This is an optimization exercise on Yosys and OpenROAD, whose aim is a short achievable clock period and few clock cycles per item, not a production implementation. Function was checked by simulation only, so behaviour that the tests miss may differ from the original. Power and IR drop assume default switching activity.

==> pepper: inputs <==
Design shx_engine, start of the top module:
module shx_engine (
    input  wire        clk,
    input  wire        rst,
    input  wire        start,
    input  wire [16:0] held_len,
    output wire        ready,
    output wire        blk_rd_en,
    output wire [14:0] blk_rd_addr,
    input  wire [31:0] blk_rd_data,
    output wire        out_we,
    output wire [13:0] out_waddr,
    output wire [3:0]  out_wstrb,
    output wire [31:0] out_wdata,
    output wire        out_re,
    output wire [13:0] out_raddr,
    input  wire [31:0] out_rdata,
    output reg         done,
    output reg  [1:0]  verdict
);
Settings: LEC_CHECK=0, ABC_CLOCK_PERIOD_IN_PS=2500, CAP_MARGIN=20, CORE_MARGIN=2, CORE_UTILIZATION=65, CTS_CLUSTER_DIAMETER=150, CTS_CLUSTER_SIZE=24, PLACE_DENSITY=0.8, SLEW_MARGIN=20; clock period 10.0 ns.
standard.sh (not shown) runs the stock make flow with config.mk's settings and CLKGATE_MAP_FILE= SYNTH_SCRIPT=/design/flow/synth_recipe.tcl, a recipe that flattens the netlist after the stock synthesis.
==> flow/flow/run.sh <==
#!/bin/bash
set -euo pipefail
bash standard.sh SETUP_SLACK_MARGIN=7.2 finish > standard.log 2>&1
==> fjord (differences from pepper) <==
--- a/flow/design.v
+++ b/flow/design.v
@@ -425,11 +425,11 @@
     reg  [2:0]  hk;
     reg  [15:0] crc16;
     reg  [16:0] held;
     reg  [15:0] hw;
     reg  [32:0] orig_p32;
-    reg  [17:0] mp_a, mp_b, mp_c;   
+    reg  [18:0] mp_a, mp_b;    
     reg  [21:0] prod;          
     reg         c_bad;         
     reg         m_bad;         
     reg  [16:0] d1;            
     reg  [17:0] d2;            
@@ -460,11 +460,10 @@
         endcase
     end
     reg  [16:0] pp;            
     reg  [17:0] rem_p;         
     reg  [17:0] rem_q;         
-    reg         rem_p_z, rem_q_z;    
     reg         bad_r;         
     reg  [1:0]  t_op;
     reg  [16:0] s_x, s_e, s_s;
     reg  [13:0] s_sw1;
     reg  [17:0] s_rp, s_rq;
@@ -486,11 +485,10 @@
     reg  [14:0] c_pw;
     reg  [1:0]  c_pl;
     reg  [14:0] c_wrem;
     reg         c_lw;
     reg         c_w1;
-    reg         c_w2;
     reg  [1:0]  c_ll;
     reg  [7:0]  c_rep;
     reg  [16:0] c_s;
     reg  [13:0] c_sw1;
     reg         e_act;
@@ -572,25 +570,10 @@
             2'd2: slow_b = out_rdata[23:16];
             default: slow_b = out_rdata[31:24];
         endcase
     end
     wire [3:0] smask = (4'b1111 << pl) & (4'b1111 >> (2'd3 - hi));
-    wire       mrg     = e_rep && lw_r && (e_ll != 2'd3) && c_v && (c_k == K_REP);
-    wire       mrg_all = mrg && c_lw;         
-    wire [1:0] hi_m    = c_lw ? c_ll : 2'd3;
-    wire [3:0] mmask   = (4'b1111 << pl) & (4'b1111 >> (2'd3 - hi_m));
-    wire [3:0] lo_lanes = 4'b1111 >> (2'd3 - e_ll);           
-    wire [1:0] n1m1    = e_ll - pl;                           
-    wire [3:0] lo_bytes = 4'b1111 >> (2'd3 - n1m1);           
-    reg  [31:0] m_wd, m_kd;
-    integer mj;
-    always @* begin
-        for (mj = 0; mj < 4; mj = mj + 1) begin
-            m_wd[8*mj +: 8] = lo_lanes[mj] ? e_rb : c_rep;
-            m_kd[8*mj +: 8] = lo_bytes[mj] ? e_rb : c_rep;
-        end
-    end
     reg  [31:0] a_sh;          
     always @* begin
         case (q_l)
             2'd0: a_sh = a_win[31:0];
             2'd1: a_sh = a_win[39:8];
@@ -640,15 +623,10 @@
         if (e_ups) begin
             ws_r <= 4'b0001 << pl;
             wd_r <= {4{slow_b}};
             k_d  <= {24'd0, slow_b};
             k_n  <= 3'd1;
-        end else if (mrg) begin
-            ws_r <= mmask;
-            wd_r <= m_wd;
-            k_d  <= m_kd;
-            k_n  <= {1'b0, hi_m - pl} + 3'd1;
         end else begin
             ws_r <= smask;
             wd_r <= e_rep ? {4{e_rb}} : rot_w;
             k_d  <= e_rep ? {4{e_rb}} : src_sh;
             k_n  <= {1'b0, span} + 3'd1;
@@ -670,21 +648,14 @@
                 default: crc32 <= l_4 ^ dterm;
             endcase
         end
         crc_eq <= ((crc32 ^ crc_exp) == 32'hFFFFFFFF);
         if (load) begin
-            if (mrg) begin
-                pw    <= pw + 15'd1;
-                pl    <= 2'd0;
-                wrem  <= c_wrem - 15'd1;
-                w1_r  <= c_w2;
-            end else begin
-                pw    <= c_pw;
-                pl    <= c_pl;
-                wrem  <= c_wrem;
-                w1_r  <= c_w1;
-            end
+            pw    <= c_pw;
+            pl    <= c_pl;
+            wrem  <= c_wrem;
+            w1_r  <= c_w1;
             e_ll  <= c_ll;
             e_rb  <= c_rep;
             s     <= c_s;
             e_sl  <= sl_c;
             need2 <= send_c[2];
@@ -725,14 +696,13 @@
                  (wbits[2:0] != 3'd0) || (h2 > 32'd65536) ||
                  (h3 < 32'd33) || (h3 > {15'd0, held});
         hw       <= wb_r[18:3];
         orig_p32 <= {1'b0, h2} + 33'd32;
         c_bad    <= h_raw ? ({1'b0, h3} != orig_p32) : ({1'b0, h3} > orig_p32);
-        mp_a     <= (f_lines[0] ? {2'd0, hw} : 18'd0) + (f_lines[1] ? {1'b0, hw, 1'b0} : 18'd0);
-        mp_b     <= (f_lines[2] ? {2'd0, hw} : 18'd0) + (f_lines[3] ? {1'b0, hw, 1'b0} : 18'd0);
-        mp_c     <= (f_lines[4] ? {2'd0, hw} : 18'd0) + (f_lines[5] ? {1'b0, hw, 1'b0} : 18'd0);
-        prod     <= {4'd0, mp_a} + {2'd0, mp_b, 2'd0} + {mp_c, 4'd0};
+        mp_a     <= hw * f_lines[2:0];
+        mp_b     <= hw * f_lines[5:3];
+        prod     <= {3'd0, mp_a} + {mp_b, 3'd0};
         m_bad    <= (h2[31:22] != 10'd0) || (prod != h2[21:0]);
         d1       <= {1'b0, hw};
         d2       <= {1'b0, hw, 1'b0};
         d1m4     <= {2'd0, hw} - 18'd4;
         d2m4     <= {1'b0, hw, 1'b0} - 18'd4;
@@ -774,11 +744,10 @@
             c_pw   <= pp[16:2];
             c_pl   <= pp[1:0];
             c_wrem <= s_x[16:2];
             c_lw   <= (s_x[16:2] == 15'd0);
             c_w1   <= (s_x[16:2] == 15'd1);
-            c_w2   <= (s_x[16:2] == 15'd2);
             c_ll   <= s_x[1:0];
             c_rep  <= t_rep;
             c_s    <= s_s;
             c_sw1  <= s_sw1;
         end
@@ -791,11 +760,10 @@
             c_pw   <= 15'd0;
             c_pl   <= 2'd0;
             c_wrem <= orig_m1[16:2];
             c_lw   <= (orig_m1[16:2] == 15'd0);
             c_w1   <= (orig_m1[16:2] == 15'd1);
-            c_w2   <= (orig_m1[16:2] == 15'd2);
             c_ll   <= orig_m1[1:0];
         end
     end
     always @(posedge clk) begin
         done    <= !rst && ((state == S_FIN2) || (state == S_MAL));
@@ -852,19 +820,15 @@
                 e_act <= 1'b1;
                 e_lit <= (c_k == K_LIT);
                 e_rep <= (c_k == K_REP);
                 e_upf <= (c_k == K_UPF);
                 e_ups <= (c_k == K_UPS);
-                lw_r  <= mrg ? c_w1 : c_lw;
+                lw_r  <= c_lw;
                 ph    <= 2'd0;
                 if (c_k == K_UPF)
                     b_on <= 1'b1;
             end
-            if (mrg_all) begin
-                e_act <= 1'b0;
-                e_rep <= 1'b0;
-            end
             if (b_clr) begin
                 b_on  <= 1'b1;
                 b_ra  <= c_sw1;
                 b_tot <= 3'd1;
                 b_v1  <= 1'b0;
@@ -895,14 +859,12 @@
                     end else begin
                         crc16 <= h16_4;
                     end
                 end
                 S_H1: begin
-                    rem_p   <= {1'b0, h2[16:0]};
-                    rem_q   <= rq0;
-                    rem_p_z <= (h2[16:0] == 17'd0);
-                    rem_q_z <= (rq0 == 18'd0);
+                    rem_p <= {1'b0, h2[16:0]};
+                    rem_q <= rq0;
                     if ((crc16 != h_chk) || !h0_ok || h_bad || c_bad || m_bad) begin
                         state <= S_MAL;
                     end else if (h_raw) begin
                         c_v   <= 1'b1;
                         state <= S_END;
@@ -911,13 +873,13 @@
                     end
                 end
                 S_P1: begin
                     if (bad_r) begin
                         state <= S_MAL;
-                    end else if (rem_p_z) begin
-                        state <= rem_q_z ? S_END : S_MAL;
-                    end else if (rem_q_z) begin
+                    end else if (rem_p == 18'd0) begin
+                        state <= (rem_q == 18'd0) ? S_END : S_MAL;
+                    end else if (rem_q == 18'd0) begin
                         state <= S_MAL;
                     end else if (a_ge2) begin
                         state <= S_P3;
                     end
                 end
@@ -931,12 +893,10 @@
                         prev_up <= (t_op[1] && t_fast) ? t_op : 2'd0;
                         bad_r   <= s_bad;
                         pp      <= s_e;
                         rem_p   <= s_rp;
                         rem_q   <= s_rq;
-                        rem_p_z <= (s_rp == 18'd0);
-                        rem_q_z <= (s_rq == 18'd0);
                         state   <= (t_op == 2'd0) ? S_LITW : S_P1;
                     end
                 end
                 S_LITW: begin
                     if (bad_r)
- CORE_UTILIZATION: 65 -> 60
- CTS_CLUSTER_SIZE: 24 -> 20
- PLACE_DENSITY: 0.8 -> 0.75
==> maple (differences from pepper) <==
--- a/flow/design.v
+++ b/flow/design.v
@@ -530,18 +530,35 @@
     wire        a_has = need2 ? a_ge2 : a_ge1;
     wire        b_has = need2 ? b_ge2 : b_ge1;
     wire step_cp = e_rep || (e_lit && a_has) || (e_upf && b_has);
     wire step_sl = e_ups && (ph == 2'd2);
     wire fin_now = (step_cp && lw_r) || (step_sl && lw_r && (pl == e_ll));
-    wire load    = c_v && (!e_act || fin_now);
+    wire p4_go   = (state == S_P4) && !c_v;
+    wire e_free  = !e_act || fin_now;
+    wire load    = (c_v || p4_go) && e_free;
+    wire [1:0]  p4_k    = (t_op == 2'd0) ? K_LIT : (t_op == 2'd1) ? K_REP :
+                          t_fast ? K_UPF : K_UPS;
+    wire        p4_cont = t_op[1] && t_fast && (prev_up == t_op);
+    wire [1:0]  n_k     = c_v ? c_k : p4_k;
+    wire        n_cont  = c_v ? c_cont : p4_cont;
+    wire        n_pref  = c_v && c_pref;
+    wire [14:0] n_pw    = c_v ? c_pw : pp[16:2];
+    wire [1:0]  n_pl    = c_v ? c_pl : pp[1:0];
+    wire [14:0] n_wrem  = c_v ? c_wrem : s_x[16:2];
+    wire        n_lw    = c_v ? c_lw : (s_x[16:2] == 15'd0);
+    wire        n_w1    = c_v ? c_w1 : (s_x[16:2] == 15'd1);
+    wire [1:0]  n_ll    = c_v ? c_ll : s_x[1:0];
+    wire [7:0]  n_rep   = c_v ? c_rep : t_rep;
+    wire [16:0] n_s     = c_v ? c_s : s_s;
+    wire [13:0] n_sw1   = c_v ? c_sw1 : s_sw1;
     wire nxt_w   = (step_cp && !lw_r) || (step_sl && !lw_r && (pl == 2'd3));
     wire [1:0] sl_nx = send[1:0] + 2'd1;
     wire [1:0] hi_n    = w1_r ? e_ll : 2'd3;
     wire [2:0] send_n  = {1'b0, sl_nx} + {1'b0, hi_n};
-    wire [1:0] sl_c    = (c_k == K_LIT) ? q_l : c_s[1:0];
-    wire [1:0] hi_c    = c_lw ? c_ll : 2'd3;
-    wire [1:0] span_c  = hi_c - c_pl;
+    wire [1:0] sl_c    = (n_k == K_LIT) ? q_l : n_s[1:0];
+    wire [1:0] hi_c    = n_lw ? n_ll : 2'd3;
+    wire [1:0] span_c  = hi_c - n_pl;
     wire [2:0] send_c  = {1'b0, sl_c} + {1'b0, span_c};
     reg  [31:0] src_sh;
     always @* begin
         case (e_sl)
             2'd0: src_sh = win[31:0];
@@ -609,11 +626,11 @@
     assign a_pop = ((state == S_P3) && t_cross) || ((state == S_HDR) && a_ge1) ||
                    (e_lit && a_has && xw);
     assign b_pop = e_upf && b_has && xw;
     wire pref  = c_v && (c_k == K_UPF) && !c_cont && !c_pref && hz_ok &&
                  e_act && !e_upf && !e_ups && !fin_now;
-    assign b_clr = (load && (c_k == K_UPF) && !c_cont && !c_pref) || pref;
+    assign b_clr = (load && (n_k == K_UPF) && !n_cont && !n_pref) || pref;
     wire [16:0] p3_x   = {15'd0, pp[1:0]} + t_nm1;
     wire [17:0] p3_e   = {1'b0, pp} + {1'b0, t_nm1} + 18'd1;
     wire [17:0] p3_s   = {1'b0, pp} - t_d;
     wire [17:0] p3_s4  = {1'b0, pp} - t_dm4;
     wire [17:0] p3_rp  = rem_p + {1'b1, ~t_nm1};
@@ -676,18 +693,18 @@
                 pw    <= pw + 15'd1;
                 pl    <= 2'd0;
                 wrem  <= c_wrem - 15'd1;
                 w1_r  <= c_w2;
             end else begin
-                pw    <= c_pw;
-                pl    <= c_pl;
-                wrem  <= c_wrem;
-                w1_r  <= c_w1;
+                pw    <= n_pw;
+                pl    <= n_pl;
+                wrem  <= n_wrem;
+                w1_r  <= n_w1;
             end
-            e_ll  <= c_ll;
-            e_rb  <= c_rep;
-            s     <= c_s;
+            e_ll  <= n_ll;
+            e_rb  <= n_rep;
+            s     <= n_s;
             e_sl  <= sl_c;
             need2 <= send_c[2];
             xw <= (send_c >= 3'd3);
         end else if (nxt_w) begin
             pw    <= pw + 15'd1;
@@ -765,13 +782,12 @@
             s_rp  <= p3_rp;
             s_rq  <= (t_op == 2'd0) ? p3_rql : (t_op == 2'd1) ? rq_h1 : rq_h;
             s_bad <= p3_bad;
         end
         if (state == S_P4 && !c_v) begin
-            c_k    <= (t_op == 2'd0) ? K_LIT : (t_op == 2'd1) ? K_REP :
-                      t_fast ? K_UPF : K_UPS;
-            c_cont <= t_op[1] && t_fast && (prev_up == t_op);
+            c_k    <= p4_k;
+            c_cont <= p4_cont;
             c_pref <= 1'b0;
             c_pw   <= pp[16:2];
             c_pl   <= pp[1:0];
             c_wrem <= s_x[16:2];
             c_lw   <= (s_x[16:2] == 15'd0);
@@ -802,11 +818,11 @@
         verdict <= (state == S_MAL) ? V_MAL : crc_eq ? V_OK : V_CRC;
         ready_r <= rst || (idle && !start) || (state == S_FIN2) || (state == S_MAL);
         a_req   <= !rst && (a_issue || (idle && start));
         a_addr  <= idle ? 15'd0 : a_ra;
         b_req   <= !rst && (b_clr || b_issue || (e_ups && ph == 2'd0));
-        b_addr  <= b_clr ? c_s[15:2] : b_issue ? b_ra : s[15:2];
+        b_addr  <= b_clr ? n_s[15:2] : b_issue ? b_ra : s[15:2];
         a_rq    <= a_issue || (idle && start);
         b_rq    <= b_clr || b_issue || (e_ups && ph == 2'd0);
         hz_ok   <= ({1'b0, pw[13:0]} > ({1'b0, c_s[15:2]} + 15'd8)) && c_v;
     end
     always @(posedge clk) begin
@@ -848,26 +864,26 @@
             if (fin_now && e_upf)
                 b_on <= 1'b0;
             if (load) begin
                 c_v   <= 1'b0;
                 e_act <= 1'b1;
-                e_lit <= (c_k == K_LIT);
-                e_rep <= (c_k == K_REP);
-                e_upf <= (c_k == K_UPF);
-                e_ups <= (c_k == K_UPS);
-                lw_r  <= mrg ? c_w1 : c_lw;
+                e_lit <= (n_k == K_LIT);
+                e_rep <= (n_k == K_REP);
+                e_upf <= (n_k == K_UPF);
+                e_ups <= (n_k == K_UPS);
+                lw_r  <= mrg ? c_w1 : n_lw;
                 ph    <= 2'd0;
-                if (c_k == K_UPF)
+                if (n_k == K_UPF)
                     b_on <= 1'b1;
             end
             if (mrg_all) begin
                 e_act <= 1'b0;
                 e_rep <= 1'b0;
             end
             if (b_clr) begin
                 b_on  <= 1'b1;
-                b_ra  <= c_sw1;
+                b_ra  <= n_sw1;
                 b_tot <= 3'd1;
                 b_v1  <= 1'b0;
             end
             dv   <= k_v && !idle;
             case (state)
@@ -925,11 +941,11 @@
                     q_l   <= t_ql;
                     state <= S_P4;
                 end
                 S_P4: begin
                     if (!c_v) begin
-                        c_v     <= 1'b1;
+                        c_v     <= !e_free;      
                         prev_up <= (t_op[1] && t_fast) ? t_op : 2'd0;
                         bad_r   <= s_bad;
                         pp      <= s_e;
                         rem_p   <= s_rp;
                         rem_q   <= s_rq;
- CORE_UTILIZATION: 65 -> 60
- CTS_CLUSTER_SIZE: 24 -> 20
- PLACE_DENSITY: 0.8 -> 0.75
==> qor summary <==
metric	maple	pepper	fjord
Status	complete, but fails checks	finished clean	finished clean
Layout check failures	antenna rules	-	-
Tap cells	1781	1625	1742
Footprint of the multi-input gates	47500 um2	46500 um2	43900 um2
Total setup buffers inserted after CTS	216	190	153
Seq/Total Area, Yosys	42.2%	43.1%	43.2%
Switch Pwr	12.9 mW	11.4 mW	12.2 mW
Clock latency of the later-clocked register in the worst-skew pair	0.76 ns	0.74 ns	0.73 ns
Count of nets left with antenna violations after detail routing	1	0	0
Antenna violations before repair	14	15	11
Clk_buf instances	133	115	130
Worst path max stage delay	0.41 ns	0.41 ns	0.38 ns
Placement row count	135	128	132
Post-DR vias/cell	6.40	6.61	6.29
Non-Filler Instances	10300	10100	9883
Number of enable-type register cells in the synthesized netlist	665	665	662
Number of sequential cells	1384	1384	1365
Post-DP HPWL	195000 um	185000 um	177000 um
Placeable core region	135000 um2	122000 um2	130000 um2
Width of the die	372 um	354 um	366 um
Testbench counts of pepper, summed over its fixed seeds: cycles 517,129, out bytes 2,053,632.
Testbench counts of fjord, summed over its fixed seeds: cycles 518,067, out bytes 2,053,632.
Testbench counts of maple, summed over its fixed seeds: cycles 516,639, out bytes 2,053,632.

[re-timing with driven ports]
No port has a modelled driver above. Below, the same layouts with a new extraction and two added sets of constraints.
Step 1 sets driving cells, clkbuf_16 on the clock port and buf_2 on the other inputs (assumed; they add their load-dependent delay and slew).
Step 2 adds t to the input delays and takes it off the output delays; t is the mean of the earliest and latest rising clock arrival at the registers after step 1. Input paths then give back, and output paths get back, about the clock's delay inside the block.
Three values: ideal ports, drivers, drivers and shift; two values: the first two.
run	t (ns)	setup WS [ns]	latest minus earliest clock arrival (ns)
pepper	0.812	6.725 / 6.637 / 6.448	0.051 / 0.051
fjord	0.789	6.766 / 6.681 / 6.373	0.080 / 0.080
maple	0.813	6.739 / 6.655 / 6.478	0.066 / 0.066
For fjord, which loses most, drivers alone change the setup slack by -0.085 ns; drivers and shift together by -0.393 ns.
